Source: an optimization exercise on an open RTL-to-GDS flow (aim: small area, a short achievable clock period and few clock cycles per item). Production flows keep margins and buffers that such runs may drop.
Only simulation tests tie the RTL to the original design; equivalence was not proved.

**config.mk**
```make
export PLATFORM = sky130hd
export DESIGN_NAME = psn_xts_enc
export DESIGN_NICKNAME = psn_xts_enc
export VERILOG_FILES = /design/flow/design.v
export SDC_FILE = /design/flow/constraint.sdc
export NUM_CORES = 4
export LEC_CHECK = 0
export ABC_AREA = 1
export CAP_MARGIN = 20
export CORE_MARGIN = 2
export CORE_UTILIZATION = 35
export PLACE_DENSITY = 0.5
export SLEW_MARGIN = 20
export TNS_END_PERCENT = 5
```
**constraint.sdc**
```tcl
create_clock -name core_clock -period 10.0 [get_ports {clk}]
set_input_delay 2.0000 -clock core_clock [delete_from_list [all_inputs] [get_ports {clk}]]
set_output_delay 2.0000 -clock core_clock [all_outputs]
set_load 0.01 [all_outputs]
```
**design.v**
```verilog
module psn_xts_enc (
    input  wire         clk,
    input  wire         rst_n,
    input  wire         key_we,
    input  wire         key_sel,
    input  wire [2:0]   key_idx,
    input  wire [31:0]  key_word,
    input  wire         in_valid,
    output wire         in_ready,
    input  wire         in_first,     
    input  wire [31:0]  in_unit,      
    input  wire [127:0] in_data,
    output wire         out_valid,
    input  wire         out_ready,
    output wire [127:0] out_data
);
    function [7:0] rcon;
        input [3:0] g;    
        begin
            case (g[3:1])
                3'd1: rcon = 8'h01;  3'd2: rcon = 8'h02;  3'd3: rcon = 8'h04;
                3'd4: rcon = 8'h08;  3'd5: rcon = 8'h10;  3'd6: rcon = 8'h20;
                3'd7: rcon = 8'h40;  default: rcon = 8'h80;
            endcase
        end
    endfunction
    function [127:0] key_grp;
        input [127:0] x;
        input [31:0]  t;
        input [3:0]   g;
        reg   [31:0]  u, w0, w1, w2, w3;
        begin
            u  = g[0] ? t : (t ^ {24'd0, rcon(g)});
            w0 = x[31:0]   ^ u;
            w1 = x[63:32]  ^ w0;
            w2 = x[95:64]  ^ w1;
            w3 = x[127:96] ^ w2;
            key_grp = {w3, w2, w1, w0};
        end
    endfunction
    function [127:0] mul_alpha;
        input [127:0] t;
        begin
            mul_alpha = {t[126:0], 1'b0} ^ (t[127] ? 128'h87 : 128'h0);
        end
    endfunction
    reg          kw_we, kw_sel;
    reg  [15:0]  kw_en;         
    reg  [31:0]  kw_word;
    always @(posedge clk) begin
        if (!rst_n) begin
            kw_we <= 1'b0;
            kw_en <= 16'd0;
        end else begin
            kw_we <= key_we;
            kw_en <= key_we ? (16'd1 << {key_sel, key_idx}) : 16'd0;
        end
        kw_sel  <= key_sel;
        kw_word <= key_word;
    end
    wire kw_k1 = kw_we && !kw_sel;
    reg [255:0] k1, k2;
    integer kw;
    always @(posedge clk) begin
        for (kw = 0; kw < 8; kw = kw + 1) begin
            if (kw_en[kw])     k1[32*kw +: 32] <= kw_word;
            if (kw_en[kw + 8]) k2[32*kw +: 32] <= kw_word;
        end
    end
    wire [127:0] rk [0:14];
    reg          ex_busy;
    reg  [1:0]   ex_ph;         
    reg  [3:0]   ex_g;          
    reg  [14:2]  ex_oh;         
    reg  [47:0]  ex_mid;
    reg  [31:0]  ex_sw;         
    reg  [127:0] ex_wx, ex_wy;  
    reg          ex_ld;         
    wire [31:0]  ex_y3  = ex_wy[127:96];
    wire [31:0]  ex_w   = ex_g[0] ? ex_y3 : {ex_y3[7:0], ex_y3[31:8]};
    wire [127:0] ex_x   = ex_wx;
    wire [47:0]  ex_mid_n;
    wire [31:0]  ex_sw_n;
    psn_xts_enc_sbt u_ex_t0 (.a(ex_w[7:0]),   .m(ex_mid_n[11:0]));
    psn_xts_enc_sbt u_ex_t1 (.a(ex_w[15:8]),  .m(ex_mid_n[23:12]));
    psn_xts_enc_sbt u_ex_t2 (.a(ex_w[23:16]), .m(ex_mid_n[35:24]));
    psn_xts_enc_sbt u_ex_t3 (.a(ex_w[31:24]), .m(ex_mid_n[47:36]));
    psn_xts_enc_sbb u_ex_b0 (.m(ex_mid[11:0]),  .s(ex_sw_n[7:0]));
    psn_xts_enc_sbb u_ex_b1 (.m(ex_mid[23:12]), .s(ex_sw_n[15:8]));
    psn_xts_enc_sbb u_ex_b2 (.m(ex_mid[35:24]), .s(ex_sw_n[23:16]));
    psn_xts_enc_sbb u_ex_b3 (.m(ex_mid[47:36]), .s(ex_sw_n[31:24]));
    reg          ex_p2;         
    wire         ex_last = ex_busy && ex_ph == 2'd2 && ex_oh[14];
    wire [127:0] ex_new  = key_grp(ex_x, ex_sw, 4'd1);
    always @(posedge clk) begin
        if (!rst_n) begin
            ex_busy <= 1'b0;
            ex_ph   <= 2'd0;
            ex_g    <= 4'd2;
            ex_oh   <= 13'd1;
            ex_p2   <= 1'b0;
            ex_ld   <= 1'b0;
        end else if (kw_k1) begin
            ex_busy <= 1'b1;
            ex_ph   <= 2'd3;
            ex_g    <= 4'd2;
            ex_oh   <= 13'd1;
            ex_p2   <= 1'b0;
            ex_ld   <= 1'b1;
        end else if (ex_busy) begin
            ex_ph <= (ex_ph == 2'd2) ? 2'd0 : ex_ph + 2'd1;
            ex_ld <= 1'b0;
            ex_p2 <= (ex_ph == 2'd1) && !(key_we && !key_sel);
            if (ex_ph == 2'd2) begin
                ex_g  <= ex_g + 4'd1;
                ex_oh <= {ex_oh[13:2], 1'b0};
                if (ex_oh[14]) ex_busy <= 1'b0;
            end
        end
    end
    always @(posedge clk) begin
        if (ex_ph == 2'd0) ex_mid <= ex_mid_n;
        if (ex_ph == 2'd1) ex_sw  <= ex_g[0] ? ex_sw_n : (ex_sw_n ^ {24'd0, rcon(ex_g)});
        if (ex_ld) begin
            ex_wx <= k1[127:0];
            ex_wy <= k1[255:128];
        end else if (ex_p2) begin
            ex_wx <= ex_wy;
            ex_wy <= ex_new;
        end
    end
    assign rk[0] = k1[127:0];
    assign rk[1] = k1[255:128];
    genvar gi;
    generate
        for (gi = 2; gi <= 14; gi = gi + 1) begin : g_rk
            reg [127:0] rkx;
            always @(posedge clk)
                if (ex_p2 && ex_oh[gi]) rkx <= ex_new;
            assign rk[gi] = rkx;
        end
    endgenerate
    reg  [127:0] tw_st;         
    reg  [191:0] tw_mid;
    reg  [127:0] tw_kx, tw_ky;  
    reg  [47:0]  tw_kmid;
    reg  [3:0]   tw_g;          
    reg  [3:0]   tw_rnd;
    reg          tw_ph;
    reg          tw_busy, tw_done;
    reg          tw_last;       
    wire [191:0] tw_mid_n;
    wire [127:0] tw_sr, tw_mc;
    psn_xts_enc_subt u_tw_t (.s(tw_st), .m(tw_mid_n));
    psn_xts_enc_subb u_tw_b (.m(tw_mid), .s(tw_sr));
    psn_xts_enc_mc   u_tw_m (.s(tw_sr), .o(tw_mc));
    wire [127:0] tw_rnd_out = (tw_last ? tw_sr : tw_mc) ^ tw_ky;
    wire [31:0]  tw_w = tw_g[0] ? tw_ky[127:96] : {tw_ky[103:96], tw_ky[127:104]};
    wire [47:0]  tw_kmid_n;
    wire [31:0]  tw_sw;
    psn_xts_enc_sbt u_tk_t0 (.a(tw_w[7:0]),   .m(tw_kmid_n[11:0]));
    psn_xts_enc_sbt u_tk_t1 (.a(tw_w[15:8]),  .m(tw_kmid_n[23:12]));
    psn_xts_enc_sbt u_tk_t2 (.a(tw_w[23:16]), .m(tw_kmid_n[35:24]));
    psn_xts_enc_sbt u_tk_t3 (.a(tw_w[31:24]), .m(tw_kmid_n[47:36]));
    psn_xts_enc_sbb u_tk_b0 (.m(tw_kmid[11:0]),  .s(tw_sw[7:0]));
    psn_xts_enc_sbb u_tk_b1 (.m(tw_kmid[23:12]), .s(tw_sw[15:8]));
    psn_xts_enc_sbb u_tk_b2 (.m(tw_kmid[35:24]), .s(tw_sw[23:16]));
    psn_xts_enc_sbb u_tk_b3 (.m(tw_kmid[47:36]), .s(tw_sw[31:24]));
    reg          ib_v, ib_f;
    reg  [127:0] ib_d;
    reg  [31:0]  ib_u;
    reg          in_ready_q;
    assign in_ready = in_ready_q;
    reg          en_q;                      
    reg  [127:0] t_cur;                     
    reg  [127:0] t_out;                     
    wire [127:0] st_in [1:7];               
    wire         st_v  [1:7];
    wire         st_f  [1:7];
    wire         st_p  [1:7];
    wire [7:1]   fif;                       
    wire [127:0] pb7;                       
    wire         pb7_v, pb7_f, pb7_p;
    wire         pa7_v, pa7_p;
    wire recirc = pb7_v && !pb7_p;
    wire drain;
    wire [127:0] t_in  = ib_f ? tw_st : t_cur;
    assign st_in[1] = recirc ? pb7 : (ib_d ^ t_in ^ rk[0]);
    assign st_v[1]  = recirc | drain;
    assign st_f[1]  = recirc ? pb7_f : ib_f;
    assign st_p[1]  = recirc;
    generate
        for (gi = 1; gi <= 7; gi = gi + 1) begin : g_rnd
            reg  [191:0] pa;
            reg          pa_v, pa_f, pa_p;
            reg  [127:0] pb;
            reg          pb_v, pb_f, pb_p;
            wire [191:0] pa_n;
            wire [127:0] sr, mc;
            psn_xts_enc_subt u_t (.s(st_in[gi]), .m(pa_n));
            psn_xts_enc_subb u_b (.m(pa), .s(sr));
            psn_xts_enc_mc   u_m (.s(sr), .o(mc));
            wire [127:0] key = pa_p ? rk[gi+7] : rk[gi];
            always @(posedge clk) begin
                if (!rst_n) begin
                    pa_v <= 1'b0;
                    pb_v <= 1'b0;
                end else if (en_q) begin
                    pa_v <= st_v[gi];
                    pb_v <= pa_v;
                end
            end
            always @(posedge clk) begin
                if (en_q && st_v[gi]) begin
                    pa   <= pa_n;
                    pa_f <= st_f[gi];
                    pa_p <= st_p[gi];
                end
                if (en_q && pa_v) begin
                    pb_f <= pa_f;
                    pb_p <= pa_p;
                    if (gi == 7)
                        pb <= (pa_p ? sr : mc) ^ key;
                    else
                        pb <= mc ^ key;
                end
            end
            if (gi < 7) begin : g_nx
                assign st_in[gi+1] = pb;
                assign st_v[gi+1]  = pb_v;
                assign st_f[gi+1]  = pb_f;
                assign st_p[gi+1]  = pb_p;
            end else begin : g_last
                assign pb7   = pb;
                assign pb7_v = pb_v;
                assign pb7_f = pb_f;
                assign pb7_p = pb_p;
                assign pa7_v = pa_v;
                assign pa7_p = pa_p;
            end
            assign fif[gi] = (pa_v & pa_f) | (pb_v & pb_f);
        end
    endgenerate
    reg          o0_v, o1_v;
    reg  [127:0] o0_d, o1_d;
    assign out_valid = o0_v;
    assign out_data  = o0_d;
    wire first_in_flight = |fif;
    assign drain = en_q && ib_v && !recirc && !ex_busy && (!ib_f || tw_done);
    reg  tw_pend;
    wire tw_cond  = ib_v && ib_f && !tw_busy && !tw_done && !first_in_flight;
    wire tw_run   = tw_busy && !tw_pend;
    wire tw_end   = tw_run && tw_ph && tw_rnd == 4'd14;
    wire [127:0] t_lst = pb7_f ? tw_st : t_out;
    wire [127:0] c_out = pb7 ^ t_lst;
    wire         push  = en_q && pb7_v && pb7_p;
    wire         pop   = o0_v && out_ready;
    wire         take  = in_valid && in_ready_q;
    wire ib_v_n    = (ib_v && !drain) || take;
    wire ib_f_n    = take ? in_first : ib_f;
    wire o0_v_n    = pop ? (o1_v || push) : (o0_v || push);
    wire o1_v_n    = pop ? (o1_v && push) : (o1_v || (o0_v && push));
    wire tw_done_n = (tw_done && !(drain && ib_f)) || tw_end;
    wire ex_busy_n = kw_k1 || (ex_busy && !ex_last);
    wire en_n      = !(o0_v_n && o1_v_n);
    wire recirc_n  = en_q ? (pa7_v && !pa7_p) : recirc;
    wire drain_n   = en_n && ib_v_n && !recirc_n && !ex_busy_n && (!ib_f_n || tw_done_n);
    always @(posedge clk) begin
        if (!rst_n) begin
            ib_v       <= 1'b0;
            in_ready_q <= 1'b1;
            en_q       <= 1'b1;
            o0_v       <= 1'b0;
            o1_v       <= 1'b0;
            tw_busy    <= 1'b0;
            tw_done    <= 1'b0;
            tw_pend    <= 1'b0;
        end else begin
            ib_v       <= ib_v_n;
            in_ready_q <= !ib_v_n || drain_n;
            en_q       <= en_n;
            o0_v       <= o0_v_n;
            o1_v       <= o1_v_n;
            tw_done    <= tw_done_n;
            tw_pend    <= tw_cond;
            if (tw_cond)     tw_busy <= 1'b1;
            else if (tw_end) tw_busy <= 1'b0;
        end
    end
    always @(posedge clk) begin
        if (in_ready_q) begin
            ib_d <= in_data;
            ib_f <= in_first;
            ib_u <= in_unit;
        end
        if (drain)
            t_cur <= mul_alpha(t_in);
        if (push)
            t_out <= mul_alpha(t_lst);
        if (pop || !o0_v) o0_d <= o1_v ? o1_d : c_out;
        if (pop || !o1_v) o1_d <= c_out;
        if (tw_pend) begin
            tw_st  <= {96'd0, ib_u} ^ k2[127:0];
            tw_kx  <= k2[127:0];
            tw_ky  <= k2[255:128];
            tw_g   <= 4'd2;
            tw_rnd <= 4'd1;
            tw_last <= 1'b0;
            tw_ph  <= 1'b0;
        end else if (tw_run) begin
            tw_ph <= ~tw_ph;
            if (!tw_ph) begin
                tw_mid  <= tw_mid_n;
                tw_kmid <= tw_kmid_n;
            end else begin
                tw_st  <= tw_rnd_out;
                tw_kx  <= tw_ky;
                tw_ky  <= key_grp(tw_kx, tw_sw, tw_g);
                tw_g   <= tw_g + 4'd1;
                tw_rnd <= tw_rnd + 4'd1;
                tw_last <= (tw_rnd == 4'd13);
            end
        end
    end
endmodule
module psn_xts_enc_subt (
    input  wire [127:0] s,
    output wire [191:0] m
);
    genvar i;
    generate
        for (i = 0; i < 16; i = i + 1) begin : g_b
            psn_xts_enc_sbt u (.a(s[8*i +: 8]), .m(m[12*i +: 12]));
        end
    endgenerate
endmodule
module psn_xts_enc_subb (
    input  wire [191:0] m,
    output wire [127:0] s
);
    wire [127:0] b;
    genvar i, c, r;
    generate
        for (i = 0; i < 16; i = i + 1) begin : g_b
            psn_xts_enc_sbb u (.m(m[12*i +: 12]), .s(b[8*i +: 8]));
        end
        for (c = 0; c < 4; c = c + 1) begin : g_c
            for (r = 0; r < 4; r = r + 1) begin : g_r
                assign s[8*(4*c + r) +: 8] = b[8*(4*((c + r) % 4) + r) +: 8];
            end
        end
    endgenerate
endmodule
module psn_xts_enc_mc (
    input  wire [127:0] s,
    output wire [127:0] o
);
    function [7:0] xtime;
        input [7:0] a;
        begin
            xtime = {a[6:0], 1'b0} ^ (a[7] ? 8'h1B : 8'h00);
        end
    endfunction
    genvar c;
    generate
        for (c = 0; c < 4; c = c + 1) begin : g_c
            wire [7:0] a0 = s[32*c +: 8];
            wire [7:0] a1 = s[32*c + 8 +: 8];
            wire [7:0] a2 = s[32*c + 16 +: 8];
            wire [7:0] a3 = s[32*c + 24 +: 8];
            assign o[32*c      +: 8] = xtime(a0 ^ a1) ^ a1 ^ a2 ^ a3;
            assign o[32*c + 8  +: 8] = xtime(a1 ^ a2) ^ a2 ^ a3 ^ a0;
            assign o[32*c + 16 +: 8] = xtime(a2 ^ a3) ^ a3 ^ a0 ^ a1;
            assign o[32*c + 24 +: 8] = xtime(a3 ^ a0) ^ a0 ^ a1 ^ a2;
        end
    endgenerate
endmodule
module psn_xts_enc_sbt (
    input  wire [7:0]  a,
    output wire [11:0] m
);
    wire U0, U1, U2, U3, U4, U5, U6, U7;
    assign {U0, U1, U2, U3, U4, U5, U6, U7} = a;
    wire T1 = U0 ^ U3;
    wire T2 = U0 ^ U5;
    wire T3 = U0 ^ U6;
    wire T4 = U3 ^ U5;
    wire T5 = U4 ^ U6;
    wire T6 = T1 ^ T5;
    wire T7 = U1 ^ U2;
    wire T8 = U7 ^ T6;
    wire T9 = U7 ^ T7;
    wire T10 = T6 ^ T7;
    wire T11 = U1 ^ U5;
    wire T12 = U2 ^ U5;
    wire T13 = T3 ^ T4;
    wire T14 = T6 ^ T11;
    wire T15 = T5 ^ T11;
    wire T16 = T5 ^ T12;
    wire T17 = T9 ^ T16;
    wire T18 = U3 ^ U7;
    wire T19 = T7 ^ T18;
    wire T20 = T1 ^ T19;
    wire T21 = U6 ^ U7;
    wire T22 = T7 ^ T21;
    wire T23 = T2 ^ T22;
    wire T24 = T2 ^ T10;
    wire T25 = T20 ^ T17;
    wire T26 = T3 ^ T16;
    wire T27 = T1 ^ T12;
    wire M1 = T13 & T6;
    wire M2 = T23 & T8;
    wire M3 = T14 ^ M1;
    wire M4 = T19 & U7;
    wire M5 = M4 ^ M1;
    wire M6 = T3 & T16;
    wire M7 = T22 & T9;
    wire M8 = T26 ^ M6;
    wire M9 = T20 & T17;
    wire M10 = M9 ^ M6;
    wire M11 = T1 & T15;
    wire M12 = T4 & T27;
    wire M13 = M12 ^ M11;
    wire M14 = T2 & T10;
    wire M15 = M14 ^ M11;
    wire M16 = M3 ^ M2;
    wire M17 = M5 ^ T24;
    wire M18 = M8 ^ M7;
    wire M19 = M10 ^ M15;
    wire M20 = M16 ^ M13;
    wire M21 = M17 ^ M15;
    wire M22 = M18 ^ M13;
    wire M23 = M19 ^ T25;
    wire M24 = M22 ^ M23;
    wire M25 = M22 & M20;
    wire M26 = M21 ^ M25;
    wire M27 = M20 ^ M21;
    wire M28 = M23 ^ M25;
    wire M29 = M28 & M27;
    wire M30 = M26 & M24;
    wire M31 = M20 & M23;
    wire M32 = M27 & M31;
    wire M33 = M27 ^ M25;
    wire M34 = M21 & M22;
    wire M35 = M24 & M34;
    wire M36 = M24 ^ M25;
    wire M37 = M21 ^ M29;
    wire M38 = M32 ^ M33;
    wire M39 = M23 ^ M30;
    wire M40 = M35 ^ M36;
    assign m = {M40, M39, M38, M37, a};
endmodule
module psn_xts_enc_sbb (
    input  wire [11:0] m,
    output wire [7:0]  s
);
    wire U0, U1, U2, U3, U4, U5, U6, U7, M37, M38, M39, M40;
    assign {M40, M39, M38, M37, U0, U1, U2, U3, U4, U5, U6, U7} = m;
    wire T1 = U0 ^ U3;
    wire T2 = U0 ^ U5;
    wire T3 = U0 ^ U6;
    wire T4 = U3 ^ U5;
    wire T5 = U4 ^ U6;
    wire T6 = T1 ^ T5;
    wire T7 = U1 ^ U2;
    wire T8 = U7 ^ T6;
    wire T9 = U7 ^ T7;
    wire T10 = T6 ^ T7;
    wire T11 = U1 ^ U5;
    wire T12 = U2 ^ U5;
    wire T13 = T3 ^ T4;
    wire T15 = T5 ^ T11;
    wire T16 = T5 ^ T12;
    wire T17 = T9 ^ T16;
    wire T18 = U3 ^ U7;
    wire T19 = T7 ^ T18;
    wire T20 = T1 ^ T19;
    wire T21 = U6 ^ U7;
    wire T22 = T7 ^ T21;
    wire T23 = T2 ^ T22;
    wire T27 = T1 ^ T12;
    wire M41 = M38 ^ M40;
    wire M42 = M37 ^ M39;
    wire M43 = M37 ^ M38;
    wire M44 = M39 ^ M40;
    wire M45 = M42 ^ M41;
    wire M46 = M44 & T6;
    wire M47 = M40 & T8;
    wire M48 = M39 & U7;
    wire M49 = M43 & T16;
    wire M50 = M38 & T9;
    wire M51 = M37 & T17;
    wire M52 = M42 & T15;
    wire M53 = M45 & T27;
    wire M54 = M41 & T10;
    wire M55 = M44 & T13;
    wire M56 = M40 & T23;
    wire M57 = M39 & T19;
    wire M58 = M43 & T3;
    wire M59 = M38 & T22;
    wire M60 = M37 & T20;
    wire M61 = M42 & T1;
    wire M62 = M45 & T4;
    wire M63 = M41 & T2;
    wire L0 = M61 ^ M62;
    wire L1 = M50 ^ M56;
    wire L2 = M46 ^ M48;
    wire L3 = M47 ^ M55;
    wire L4 = M54 ^ M58;
    wire L5 = M49 ^ M61;
    wire L6 = M62 ^ L5;
    wire L7 = M46 ^ L3;
    wire L8 = M51 ^ M59;
    wire L9 = M52 ^ M53;
    wire L10 = M53 ^ L4;
    wire L11 = M60 ^ L2;
    wire L12 = M48 ^ M51;
    wire L13 = M50 ^ L0;
    wire L14 = M52 ^ M61;
    wire L15 = M55 ^ L1;
    wire L16 = M56 ^ L0;
    wire L17 = M57 ^ L1;
    wire L18 = M58 ^ L8;
    wire L19 = M63 ^ L4;
    wire L20 = L0 ^ L1;
    wire L21 = L1 ^ L7;
    wire L22 = L3 ^ L12;
    wire L23 = L18 ^ L2;
    wire L24 = L15 ^ L9;
    wire L25 = L6 ^ L10;
    wire L26 = L7 ^ L9;
    wire L27 = L8 ^ L10;
    wire L28 = L11 ^ L14;
    wire L29 = L11 ^ L17;
    assign s[7] = L6 ^ L24;
    assign s[6] = ~(L16 ^ L26);
    assign s[5] = ~(L19 ^ L28);
    assign s[4] = L6 ^ L21;
    assign s[3] = L20 ^ L22;
    assign s[2] = L25 ^ L29;
    assign s[1] = ~(L13 ^ L27);
    assign s[0] = ~(L6 ^ L23);
endmodule
```
**flow/run.sh**
```bash
#!/bin/bash
# The standard layout (standard.sh), with these changes:
# - Yosys's ABC technology mapping uses an area-oriented script (map -a, then ABC's
#   buffering and sizing) instead of ORFS's abc_area.script. Registers are mapped before
#   ABC runs, so they are the standard synthesis's registers, same names and cells.
# - the port buffers are sky130_fd_sc_hd__buf_4 (every port still gets a buffer);
# - global routing keeps more of met1 free (flow/fastroute.tcl);
# - repair_timing aims at 6.4 ns of setup slack (SETUP_SLACK_MARGIN), so it keeps
#   improving paths longer than 3.6 ns. The clock and all constraints are unchanged.
# Each make step's full log is in orfs/logs/; make's own output is in flow_make.log.
set -euo pipefail
W=$(pwd)
mkdir -p "$W/scripts_abc"
cp -r "$FLOW_HOME/scripts/." "$W/scripts_abc/"
cp "$W/flow/abc_area.script" "$W/scripts_abc/abc_area.script"
EXTRA="SCRIPTS_DIR=$W/scripts_abc ABC_AREA=1 SETUP_SLACK_MARGIN=6.4 FASTROUTE_TCL=$W/flow/fastroute.tcl 'BUFFER_PORTS_ARGS=-buffer_cell sky130_fd_sc_hd__buf_4'"
sed "s|^make -C |make $EXTRA -C |" standard.sh > "$W/standard_abc.sh"
grep -q "SCRIPTS_DIR=$W/scripts_abc" "$W/standard_abc.sh"
bash "$W/standard_abc.sh" > "$W/flow_make.log" 2>&1
```
**flow/abc_area.script**
```
strash
dch
map -a
topo
stime -c
buffer -c
upsize -c
dnsize -c
```
**flow/fastroute.tcl**
```tcl
# sky130hd's fastroute.tcl, with met1's global-routing capacity cut further (0.5 instead
# of 0.2) so that fewer signal wires use met1, where the cells' pins are reached.
set_global_routing_layer_adjustment $::env(MIN_ROUTING_LAYER)-$::env(MAX_ROUTING_LAYER) 0.2
set_global_routing_layer_adjustment met1 0.5

set_routing_layers -clock $::env(MIN_CLK_ROUTING_LAYER)-$::env(MAX_ROUTING_LAYER)
set_routing_layers -signal $::env(MIN_ROUTING_LAYER)-$::env(MAX_ROUTING_LAYER)
```
**standard.sh**
```bash
#!/bin/bash
# synth_recipe.tcl (not shown) runs the flow's synth.tcl, then flattens the netlist and writes it again
# the make line also repeats each setting of config.mk as NAME=value (left out here)
make -C /OpenROAD-flow-scripts/flow DESIGN_CONFIG=/design/flow/config.mk WORK_HOME=/design/flow/orfs CLKGATE_MAP_FILE= SYNTH_SCRIPT=/design/flow/synth_recipe.tcl "${@:-finish}"
```
==> results of run 1 <==
==> flip-flops by register name, indices dropped and copies added (netlist names), 16 cells and up <==
name and cells:
ib_u 32, k1 256, g_rnd.pa 1344, tw_ky 128, g_rnd.pb 896, tw_mid 192, ex_sw 32, ex_wy 128
o0_d 128, ex_wx 128, g_rk.rkx 1664, ex_mid 48, o1_d 128, kw_en 16, tw_kmid 48, tw_st 128
t_out 128, k2 256, tw_kx 128, ib_d 128, kw_word 32, t_cur 128
==> Yosys cell counts, types with 16 or more instances <==
cell type	n
a211oi_1	62
buf_2	22
o22ai_1	70
clkbuf_1	570
xor2_2	43
xnor2_1	5838
dfxtp_1	104
nor2_1	3502
edfxtp_1	6077
a21oi_1	1498
xor2_1	9247
nand3b_1	45
o21a_1	18
nand3_1	690
nand2_1	7288
a22oi_1	42
or2_1	24
ha_1	277
o21bai_1	33
inv_1	4238
buf_1	62
o21ai_0	1740
or2_2	889
nor3_1	163
nand4_1	32
a21boi_0	30
and2_1	94
o21ai_1	80
mux2i_1	798
a31oi_1	45
a221oi_1	16
==> layer usage <==
| metal | vias up | wire length, um |
|---|---|---|
| li1 | 145000 | - |
| met1 | 147000 | 651000 |
| met2 | 9295 | 765000 |
| met3 | 2503 | 200000 |
| met4 | 104 | 98200 |
| met5 | - | 772 |
==> worst paths after layout <==
kind                 endpoint  slack, ns  cells past startpoint
max          g_rnd[1].pa[190]       5.74                     18
min             g_rnd[4].pa_p       0.42                      0
max reg2reg  g_rnd[1].pa[190]       5.74                     18
min reg2reg     g_rnd[4].pa_p       0.42                      0
==> logic make-up after synthesis <==
| family | Yosys count | synth area share, % |
|---|---|---|
| XOR/XNOR | 15100 | 31.8 |
| buffers and inverters | 4901 | 4.40 |
| flip-flops | 6181 | 44.0 |
| adder cells (fa/ha/maj) | 277 | 0.827 |
| AO/OA/AOI/OAI | 3696 | 4.62 |
| multiplexers | 801 | 1.91 |
| AND/OR/NAND/NOR | 12800 | 12.4 |
==> metrics by stage <==
stage	instances	util, %	hold WS, ns	cell area, um^2
after floorplan	43800	-	0.400	419000
after global placement	59900	37.3	0.404	445000
after detailed placement	60000	37.4	0.405	446000
after CTS	61900	40.9	0.418	487000
after global routing	63200	43.2	0.424	515000
final	63600	43.2	0.416	516000
==> what timing repair did <==
action                                   CTS  global route
resized for setup                       1652          2859
buffers inserted                         519          1135
gates cloned                              14             6
endpoints found under the setup margin  2009          2422
pin swaps                                313           832
==> cell type report <==
class / instances / area [um^2]
sequential: 6181 / 185000
timing repair inverter: 1 / 8.76
clock inverter: 505 / 6040
inverter: 4245 / 16100
multi-input combinational: 32700 / 245000
timing repair buffer: 2589 / 22700
antenna: 525 / 1310
tap: 15900 / 19900
clock buffer: 895 / 19800
fill: 114000 / 677000
==> key figures, run 1 <==
Finish
  • Most frequent cells in the layout: 7754 x xor2_1, 6973 x nand2_1, 6077 x edfxtp_1
  • Commonest non-fill, non-tap cell in the layout: xor2_1
  • Layout cells sized above 1: 17.5%
  • Area growth from synthesis to layout: 23.1%
  • Nets: between 40000 and 50000

Clocking
  • Hold bufs inserted after CTS: 0
  • Clock root cell: clkbuf_16
  • Worst-skew pair later-pin latency: 1.24 ns
  • TritonCTS clock tree: done
  • CTS Buf Count: 757
  • Htree depth: 6
  • Clock Sinks: between 6000 and 7000
  • Clock-pin slew on the worst setup and hold paths: about 0.070 ns
  • Clock buffer depth: 5

Yosys
  • Synth Instances: approximately 44000
  • Mean post-synth cell area: between 9 and 10 um^2
  • Mapped Nets: between 40000 and 50000
  • Register area share after synthesis: between 40 and 50%
  • Primary FF master, synth: edfxtp_1
  • Synth Warn #: 2
  • Synth area leaders: edfxtp_1 44%, xor2_1 19%, xnor2_1 12%
  • Post-Synthesis Cell Area: between 0.4 and 0.5 mm^2
  • Synth area leader: edfxtp_1
  • Top-area cell type share of the netlist area: around 44%
  • Netlist cell types: between 50 and 60
  • Async set-reset flop share out of synthesis: 0%
  • Synthesized flop and latch total: 6181
  • EDFF count, synth: just over 6000

Setup path
  • Arr. time, crit path: 5.21 ns
  • Crit Path Class: flip-flop to flip-flop
  • Cell family with most CP delay: XOR/XNOR gates
  • CP Launch Type: flip-flop
  • Crit Path Max Fanout: 18
  • Worst r2r src: ib_f
  • CP dominant cell by count: xor2_1
  • CP peak stage delay: 0.46 ns
  • CP max-delay cell: edfxtp_1
  • Crit path required time: between 10 and 15 ns
  • Crit path from: ib_f
  • Setup crit end kind: flip-flop
  • Crit path cell chain: buf_4, buf_6, buf_16, a21oi_1, xor2_1, nand2_1, o21ai_2, xor2_1, or2_2, nand2_1, xor2_1, ha_1, xnor2_1, xor2_1, xor2_2, buf_4, a211oi_2, a31oi_1
  • Crit path buf inv count: 4

Run status
  • Status: complete, no violations

Global route
  • Overflow after GRT: 0
  • Initial antenna violation count: 236
  • GRT Overall Usage: 31.2%
  • Pin count of the biggest net entering global routing: 159
  • Met1 Usage GRT: 47.6%
  • Global route hottest layer: met1
  • Met3 usage: 15.2%
  • Met2 Usage GRT: 41.8%
  • Global-route wire length before repair: 2300000 um
  • Vias in the first global route: just under 300k

Place
  • Dpl ws: between 4 and 5 ns
  • Port bufs: 331
  • HPWL Detailed: 1320000 um
  • Final Wtd Congestion: 0.981

Routing
  • Final ANT Viol Nets: 0
  • Via count normalized by instance count: 4.79
  • First drt pass iteration count: 7
  • DR vias: approximately 300k
  • Routed wire length per instance: 27.0 um
  • First DRT Iteration DRCs: approximately 20000
  • Residual DRC: 0
  • Wire length after detailed routing: 1710000 um

Job
  • Max-Cap Viols: 0

STA
  • Worst slew pin tran: 1.27 ns
  • Slew Limit Fails: 0
  • Setup_tns: 0 ns
  • Period Utilization, post-route: approximately 43%
  • Fmax: between 200 and 250 MHz
  • Final hold vios: 0
  • RSZ-0062 raised after global routing: yes
  • Skew final: 0.129 ns
  • Final min period: between 4 and 5 ns
  • Normalized max-slew margin: 14.5%
  • Worst Slack Setup Final: 5.74 ns
  • Setup violators final: 0

Die
  • Core area: 1.19 mm^2
  • Die W: between 1000 and 1500 um
  • Die footprint: 1.21 mm^2
  • Core Rows: 401
  • Initial Util: 35.1%
  • Ports: 332
  • Die Span Y: 1100 um

Hold path
  • Hold Crit Start: g_rnd[3].pb_p
  • Hold WC Path Type: flip-flop to flip-flop
Testbench counts, summed over its fixed seeds: cycles 4,428, blocks 2,048.
==> run 2: changes to the inputs <==
--- a/config.mk
+++ b/config.mk
@@ -9,6 +9,6 @@
 export CAP_MARGIN = 20
 export CORE_MARGIN = 2
-export CORE_UTILIZATION = 35
-export PLACE_DENSITY = 0.5
+export CORE_UTILIZATION = 40
+export PLACE_DENSITY = 0.56
 export SLEW_MARGIN = 20
 export TNS_END_PERCENT = 5
==> run 2 against run 1 <==
- highest routed layer unchanged
- cell area rose by 0.68%
- now fails the layout checks on antenna violations
- first-iteration DRC count is 7.2% higher
- setup slack better by 0.011 ns
- register-to-register slack about the same
- worst hold slack barely moved
- non-clock buffer count rose by 234
- critical path type unchanged
- clock skew decreased by 0.030 ns
- cell count down 2.8%
==> key figures, run 2 <==
Run status
  • Status: finished with violations
  • SO Viols: antenna violations

STA
  • Period Utilization, post-route: 42.5% (-0.11 points)
  • Worst slew pin tran: 1.29 ns (+0.0171 ns)
  • Setup violators final: 0 (unchanged)
  • Fmax: 235 MHz (+0.25%)
  • Normalized max-slew margin: 13.7% (-0.85 points)
  • RSZ-0062 raised after global routing: yes
  • Setup_tns: 0 ns (unchanged)
  • Slew Limit Fails: 0 (unchanged)
  • Worst Slack Setup Final: 5.75 ns (+0.0105 ns)
  • Skew final: 0.0999 ns (-0.0296 ns)
  • Final hold vios: 0 (unchanged)
  • Final min period: 4.25 ns (-0.0105 ns)

Routing
  • DR WL met3: 213000 um (+6.5%)
  • DR vias: 306000 (+0.51%)
  • First drt pass iteration count: 8 (+1)
  • Residual DRC: 0 (unchanged)
  • Final ANT Viol Nets: 2 (+2)
  • Top layer in use: met5
  • Wire length after detailed routing: 1680000 um (-1.9%)
  • Via count normalized by instance count: 4.95 (+3.4%)
  • Met2 wire length: 744000 um (-2.7%)
  • First DRT Iteration DRCs: 21700 (+7.2%)
  • Met1 wire length: 616000 um (-5.3%)
  • Routed wire length per instance: 27.2 um (+0.88%)

Setup path
  • Crit Path Max Fanout: 10 (-8)
  • Crit path cell chain: xnor2_1, xnor2_2, buf_4, xor2_4, xnor2_2, inv_1, buf_4
  • Arr. time, crit path: 5.06 ns (-0.15 ns)
  • Cell family with most CP delay: XOR/XNOR gates
  • CP max-delay cell: xnor2_1
  • R2R Setup Slk: 5.75 ns (about the same)
  • Crit path required time: 10.81 ns (-0.14 ns)
  • Crit path buf inv count: 3 (-1)
  • Crit Path Class: flip-flop to flip-flop
  • CP Launch Type: flip-flop
  • CP peak stage delay: 0.86 ns (+0.40 ns)
  • Setup crit end kind: flip-flop

Yosys
  • Register area share after synthesis: 44.0% (unchanged)
  • Synth area leaders: edfxtp_1 44%, xor2_1 19%, xnor2_1 12%
  • Primary FF master, synth: edfxtp_1
  • Mean post-synth cell area: 9.57 um^2 (unchanged)
  • Async set-reset flop share out of synthesis: 0% (unchanged)
  • Top-area cell type share of the netlist area: 43.6% (unchanged)
  • Synth Warn #: 2 (unchanged)
  • Most common cell in the netlist: xor2_1
  • Mapped Nets: 44300 (unchanged)
  • Synthesized flop and latch total: 6181 (unchanged)
  • Synth area leader: edfxtp_1
  • EDFF count, synth: 6077 (unchanged)
  • Netlist cell types: 56 (unchanged)
  • Synth Instances: 43800 (unchanged)
  • Synth cell count leaders: 9247 x xor2_1, 7288 x nand2_1, 6077 x edfxtp_1
  • Post-Synthesis Cell Area: 0.419 mm^2 (unchanged)

Clocking
  • Worst-skew pair later-pin latency: 1.21 ns (-0.03 ns)
  • Hold bufs inserted after CTS: 0 (unchanged)
  • Clock Sinks: 6181 (unchanged)
  • Clock-pin slew on the worst setup and hold paths: 0.06 ns (about the same)
  • Clock root cell: clkbuf_16
  • Htree depth: 6 (unchanged)
  • Clock buffer depth: 5 (unchanged)
  • CTS Buf Count: 737 (-2.6%)
  • TritonCTS clock tree: done

Finish
  • Nets: 47200 (+0.46%)
  • Max reg flops: 1664 (unchanged)
  • Area growth from synthesis to layout: 23.9%
  • Largest register by flop count: g_rk.rkx
  • Largest regs: g_rk.rkx x1664, g_rnd.pa x1344, g_rnd.pb x896
  • Layout cells sized above 1: 19.0% (+1.5 points)
  • Most frequent cells in the layout: 7509 x xor2_1, 6935 x nand2_1, 6077 x edfxtp_1
  • Commonest non-fill, non-tap cell in the layout: xor2_1

Die
  • Ports: 332 (unchanged)
  • Core Rows: 376 (-6.2%)
  • Die Span Y: 1030 um (-6.4%)
  • Core area: 1.05 mm^2 (-12%)
  • Initial Util: 40.0% (+4.9 points)
  • Die W: 1030 um (-6.4%)
  • Die footprint: 1.06 mm^2 (-12%)

Global route
  • Global-route wire length before repair: 2260000 um (-1.8%)
  • GRT Overall Usage: 35.0% (+3.9 points)
  • Pin count of the biggest net entering global routing: 165 (+3.8%)
  • Vias in the first global route: 297000 (-0.0061%)
  • Overflow after GRT: 0 (unchanged)
  • Initial antenna violation count: 234 (-0.85%)

Hold path
  • Hold WC Path Type: flip-flop to flip-flop

Job
  • Max-Cap Viols: 0 (unchanged)

Place
  • Dpl ws: 4.49 ns (-0.115 ns)
  • Final Wtd Congestion: 1.00 (+2.0%)
  • HPWL Detailed: 1280000 um (-2.8%)
  • Port bufs: 331 (unchanged)
-- run 2: changes by cell type in the layout (fill, tap and decap cells not counted), sizes merged, moves of 10 or more --
cell / delta
buf: +235
bufinv: -12
clkbuf: -49
clkinvlp: +14
diode: -12
inv: -10
-- run 2: path summary, 6_finish.rpt --
check / start / endpoint / cells after the start
min: g_rnd[1].pb_p / g_rnd[2].pa_p / 0
max: ex_sw[7] / g_rk[7].rkx[103] / 7
min reg2reg: g_rnd[1].pb_p / g_rnd[2].pa_p / 0
max reg2reg: ex_sw[7] / g_rk[7].rkx[103] / 7
-- run 2: kinds of logic (layout without fill, tap and decap cells) --
logic type	count (synthesis)	in the layout	share of synthesized area (%)
other	0	513	0
AOI/OAI and AO/OA	3696	3696	4.62
buffers and inverters	4901	8420	4.40
adders and majority gates	277	277	0.827
DFF	6181	6181	44.0
muxes	801	801	1.91
and+or+nand+nor	12800	12800	12.4
xor gates and xnor gates	15100	15100	31.8
-- run 2: area by class of cell --
type	count	area, um^2
diodes	513	1280
inverters	4245	16100
multi-input cells	32700	250000
fillers	95600	527000
clock inverters	504	5700
repair inverters	1	8.76
well taps	14000	17500
flip-flops and latches	6181	185000
clock buffers	847	19100
repair buffers	2823	25000
-- run 2: layer usage --
layer  GRT usage [%]  vias to the layer above
li1                -                   145000
met4            18.1                      198
met2            46.7                    10000
met1            52.2                   147000
met3            18.2                     2909
met5               0                        -
-- run 2: worst reg2reg max path, cell delays in order, from the launching register on --
cell	delay (ns)
edfxtp_1	0.42
xnor2_1	0.86
xnor2_2	0.18
buf_4	0.53
xor2_4	0.24
xnor2_2	0.67
inv_1	0.55
buf_4	0.41
-- run 2: timing repair --
item,4_1_cts,5_1_grt
pin swaps,380,1109
hold endpoints to repair,0,0
buffers inserted,635,1296
cloned,18,5
setup endpoints to repair,2346,2858
resized for setup,1857,3440
-- run 2: stage by stage --
stage | util, % | cell area, um^2 | std cells | hold slack [ns]
floorplan | - | 419000 | 43800 | 0.400
global placement | 42.3 | 443000 | 58000 | 0.403
detailed placement | 42.3 | 443000 | 58000 | 0.405
CTS | 46.4 | 485000 | 60000 | 0.422
global route | 49.5 | 518000 | 61500 | 0.444
finish | 49.6 | 519000 | 61800 | 0.416

==> what the ideal ports hide <==
The flow's constraints put no driver on any port. The routed layouts listed below were extracted and timed again, unchanged, in two steps. Step 1 sets driving cells, clkbuf_16 on the clock port and buf_2 on the other inputs (assumed; they add their load-dependent delay and slew). Step 2, shift: input delay + t, output delay - t, t = (earliest + latest rising clock arrival at the registers) / 2. This alone moves slack from input paths to output paths. Slacks: no drivers / after step 1 / after step 2; pairs: no drivers / after step 1.
| run | t (ns) | slack for setup (ns) | worst register clock-pin slew, ns |
|---|---|---|---|
| run 1 | 1.349 | 5.742 / 5.679 / 5.408 | 0.07 / 0.07 |
| run 2 | 1.320 | 5.752 / 5.752 / 5.243 | 0.07 / 0.07 |
For run 2, which loses most, drivers alone change the setup slack by 0.000 ns; drivers and shift together by -0.509 ns.
